Background: an optimization exercise with open tools, aiming at small area, a short achievable clock period and few clock cycles. Do not read the settings as production practice.
The RTL was checked by simulation tests, not by an equivalence proof against the original design.

## run A
## plane_hit
module plane_hit (
    input  wire               clk,
    input  wire               rst,
    input  wire               start,
    output wire               ready,
    input  wire signed [31:0] x2,
    input  wire signed [31:0] y2,
    input  wire signed [17:0] tx,
    input  wire signed [17:0] ty,
    input  wire signed [27:0] pz,
    input  wire signed [31:0] px,
    input  wire signed [31:0] py,
    input  wire        [15:0] cw,
    input  wire        [15:0] ch,
    input  wire        [14:0] wp,
    input  wire        [14:0] hp,
    output reg                done,
    output reg                hit,
    output reg         [13:0] u,
    output reg         [13:0] v
);
Size: roughly 8000 cells after synthesis, roughly 1400 flip-flops, roughly 290 I/O pins.
export LEC_CHECK = 0
export CAP_MARGIN = 10
export CORE_MARGIN = 2
export CORE_UTILIZATION = 55
export CTS_CLUSTER_DIAMETER = 120
export CTS_CLUSTER_SIZE = 25
export PLACE_DENSITY = 0.7
export SLEW_MARGIN = 10
create_clock -name core_clock -period 16.0 [get_ports {clk}]
standard.sh (not shown) runs the stock make flow with config.mk's settings and CLKGATE_MAP_FILE= SYNTH_SCRIPT=/design/flow/synth_recipe.tcl, a recipe that flattens the netlist after the stock synthesis.
==> flow/flow/run.sh <==
#!/bin/bash
set -euo pipefail
bash standard.sh SETUP_SLACK_MARGIN=10.7 "BUFFER_PORTS_ARGS=-buffer_cell sky130_fd_sc_hd__buf_1" finish > make_finish.log 2>&1
Run A finished end to end and its layout was clean on timing, DRC and antenna.
Testbench counts of run A, summed over its fixed seeds: cycles 2,480.
Relative to run A, the following input files were edited for run B:
==> flow/flow/run.sh <==
#!/bin/bash
set -euo pipefail
bash standard.sh SETUP_SLACK_MARGIN=10.45 finish > make_finish.log 2>&1
Findings:
Every stage of the flow completed for run B, and the final layout passed the timing, DRC and antenna checks. Delta (run B minus run A): clock-pin transition on the worst setup and hold timing paths now sits at about the same level, share of post-route cells with drive strength above 1 now sits lower. Between run B and run A, it is run B whose share of the final layout cell area in multi-input gates is lower, by 1.0 points. Between run B and run A, it is run B whose final weighted congestion in routability-driven placement is higher, by about 0.75%. End of the critical path: st[2].r.yr[54]$_DFF_P_ -> run A, st[2].r.yr[60]$_DFF_P_ -> run B. Run B against run A: met3 demand-to-capacity share in global routing climbed 0.24 points, area growth from synthesis to layout now larger. Compared run B against run A; routed wire length within noise. Compared with run A, run B supports a lower clock frequency.
For run C, these inputs were changed with respect to run B:
- CTS_CLUSTER_DIAMETER removed (was 120)
- SLEW_MARGIN changed from 10 to 20
- CTS_CLUSTER_SIZE removed (was 25)
- PLACE_DENSITY removed (was 0.7)
- CAP_MARGIN changed from 10 to 20
- CORE_UTILIZATION changed from 55 to 40
==> flow/flow/run.sh <==
#!/bin/bash
set -euo pipefail
bash standard.sh SETUP_SLACK_MARGIN=11 finish > make_finish.log 2>&1
Results
- Run C against run B: final routed wire length divided by cell count dropped about 0.6%; length in cells of the worst reg-to-reg path climbed 3.
- Of run C and run B, run C shows the higher met1 wire length, with run B below it.
- Non-clock buffering overhead in the final layout (run C over run B): increase, 2.4 points
- Relative to run B, the area of the placeable core measured on run C has increased by more than a quarter.
- Summary: with run B as the reference, total of plain and repair buffers excluding clock buffers in run C moved up by more than half.
- Setup slack in run C is larger than in run B.
- Run B → run C: clock skew barely changed, half-perimeter wire length after detailed placement rose 7.1%.
Input changes introduced in run D (baseline for comparison: run C):
- CAP_MARGIN changed from 20 to 10
- SLEW_MARGIN changed from 20 to 10
- PLACE_DENSITY newly set to 0.7
- CTS_CLUSTER_DIAMETER newly set to 120
- CTS_CLUSTER_SIZE newly set to 25
- CORE_UTILIZATION changed from 40 to 55
==> flow/flow/run.sh <==
#!/bin/bash
set -euo pipefail
bash standard.sh SETUP_SLACK_MARGIN=10.6 finish > make_finish.log 2>&1
==> comparison <==
- Number of nets in the final layout (lower): run D
- Die area, run D vs run C: down by more than a quarter
Setup changes, run D to run E
- CTS_CLUSTER_DIAMETER changed from 120 to 100
- SLEW_MARGIN changed from 10 to 20
- CTS_CLUSTER_SIZE changed from 25 to 20
- PLACE_DENSITY removed (was 0.7)
- CAP_MARGIN changed from 10 to 20
- CORE_UTILIZATION changed from 55 to 40
Findings:
- Run D has higher worst hold slack than run E.
- Met3 routed wirelength (higher): run D
- Endpoint of the worst setup timing path = st[2].r.yr[50]$_DFF_P_: run E; endpoint of the worst setup timing path = st[6].r.xr[56]$_DFF_P_: run D
- [run E vs run D] final area: higher in run E
- Count of clock-buffer cells in the layout of run E exceeds that of run D by more than a quarter.
- Sort run D and run E by area growth from synthesis to layout desc -> top: run E
For run F, these inputs were changed with respect to run E:
- SLEW_MARGIN: 20 -> 5
- CORE_UTILIZATION: 40 -> 62
- CAP_MARGIN: 20 -> 5
- PLACE_DENSITY: unset -> 0.75
- CTS_CLUSTER_DIAMETER: 100 -> 120
- CTS_CLUSTER_SIZE: 20 -> 25
==> flow/flow/run.sh <==
#!/bin/bash
set -euo pipefail
bash standard.sh SETUP_SLACK_MARGIN=10.7 finish > make_finish.log 2>&1
==> comparison <==
- Going from run E to run F, the minimum clock period was found to have gone down by 89 ps.
- Run E ended up with sky130_fd_sc_hd__a211o_4 as its cell with the largest stage delay on the worst path; run F ended up with sky130_fd_sc_hd__dfxtp_4.
- Layout buffering overhead excluding clock cells up 0.55 points in run F wrt run E
- Run F vs. run E: final standard cell area without fillers has decreased, utilization has increased, number of nets at the end of the flow has increased, clock transition at the registers of the reported paths has remained practically unchanged, critical path depth has increased.
- Run E has a lower post-cts sizing count than run F.

what the ideal ports hide:
How much do the figures lean on ideal ports? The routed layouts below were timed once more, with nothing changed but the port constraints. Step 1 sets driving cells, clkbuf_16 on the clock port and buf_2 on the other inputs (assumed; they add their load-dependent delay and slew). Step 2 also shifts input and output timing later by t, the mid clock arrival at the registers, as if the neighbouring blocks saw the same clock. Three values: ideal, step 1, step 2; two values: the first two.
| run | t (ns) | slack for setup (ns) | worst hold slack (ns) | pins driven straight from the clock port |
|---|---|---|---|---|
| run A | 0.795 | 10.726 / 10.726 / 10.726 | 0.322 / 0.322 / 0.322 | 1 |
| run B | 0.778 | 10.549 / 10.549 / 10.549 | 0.316 / 0.316 / 0.316 | 1 |
| run C | 0.896 | 10.605 / 10.605 / 10.605 | 0.303 / 0.303 / 0.303 | 1 |
| run D | 0.762 | 10.774 / 10.774 / 10.774 | 0.319 / 0.319 / 0.319 | 1 |
| run E | 0.823 | 10.696 / 10.696 / 10.696 | 0.316 / 0.316 / 0.316 | 1 |
| run F | 0.788 | 10.785 / 10.785 / 10.785 | 0.326 / 0.326 / 0.326 | 1 |
After both steps every run listed still meets setup and hold.
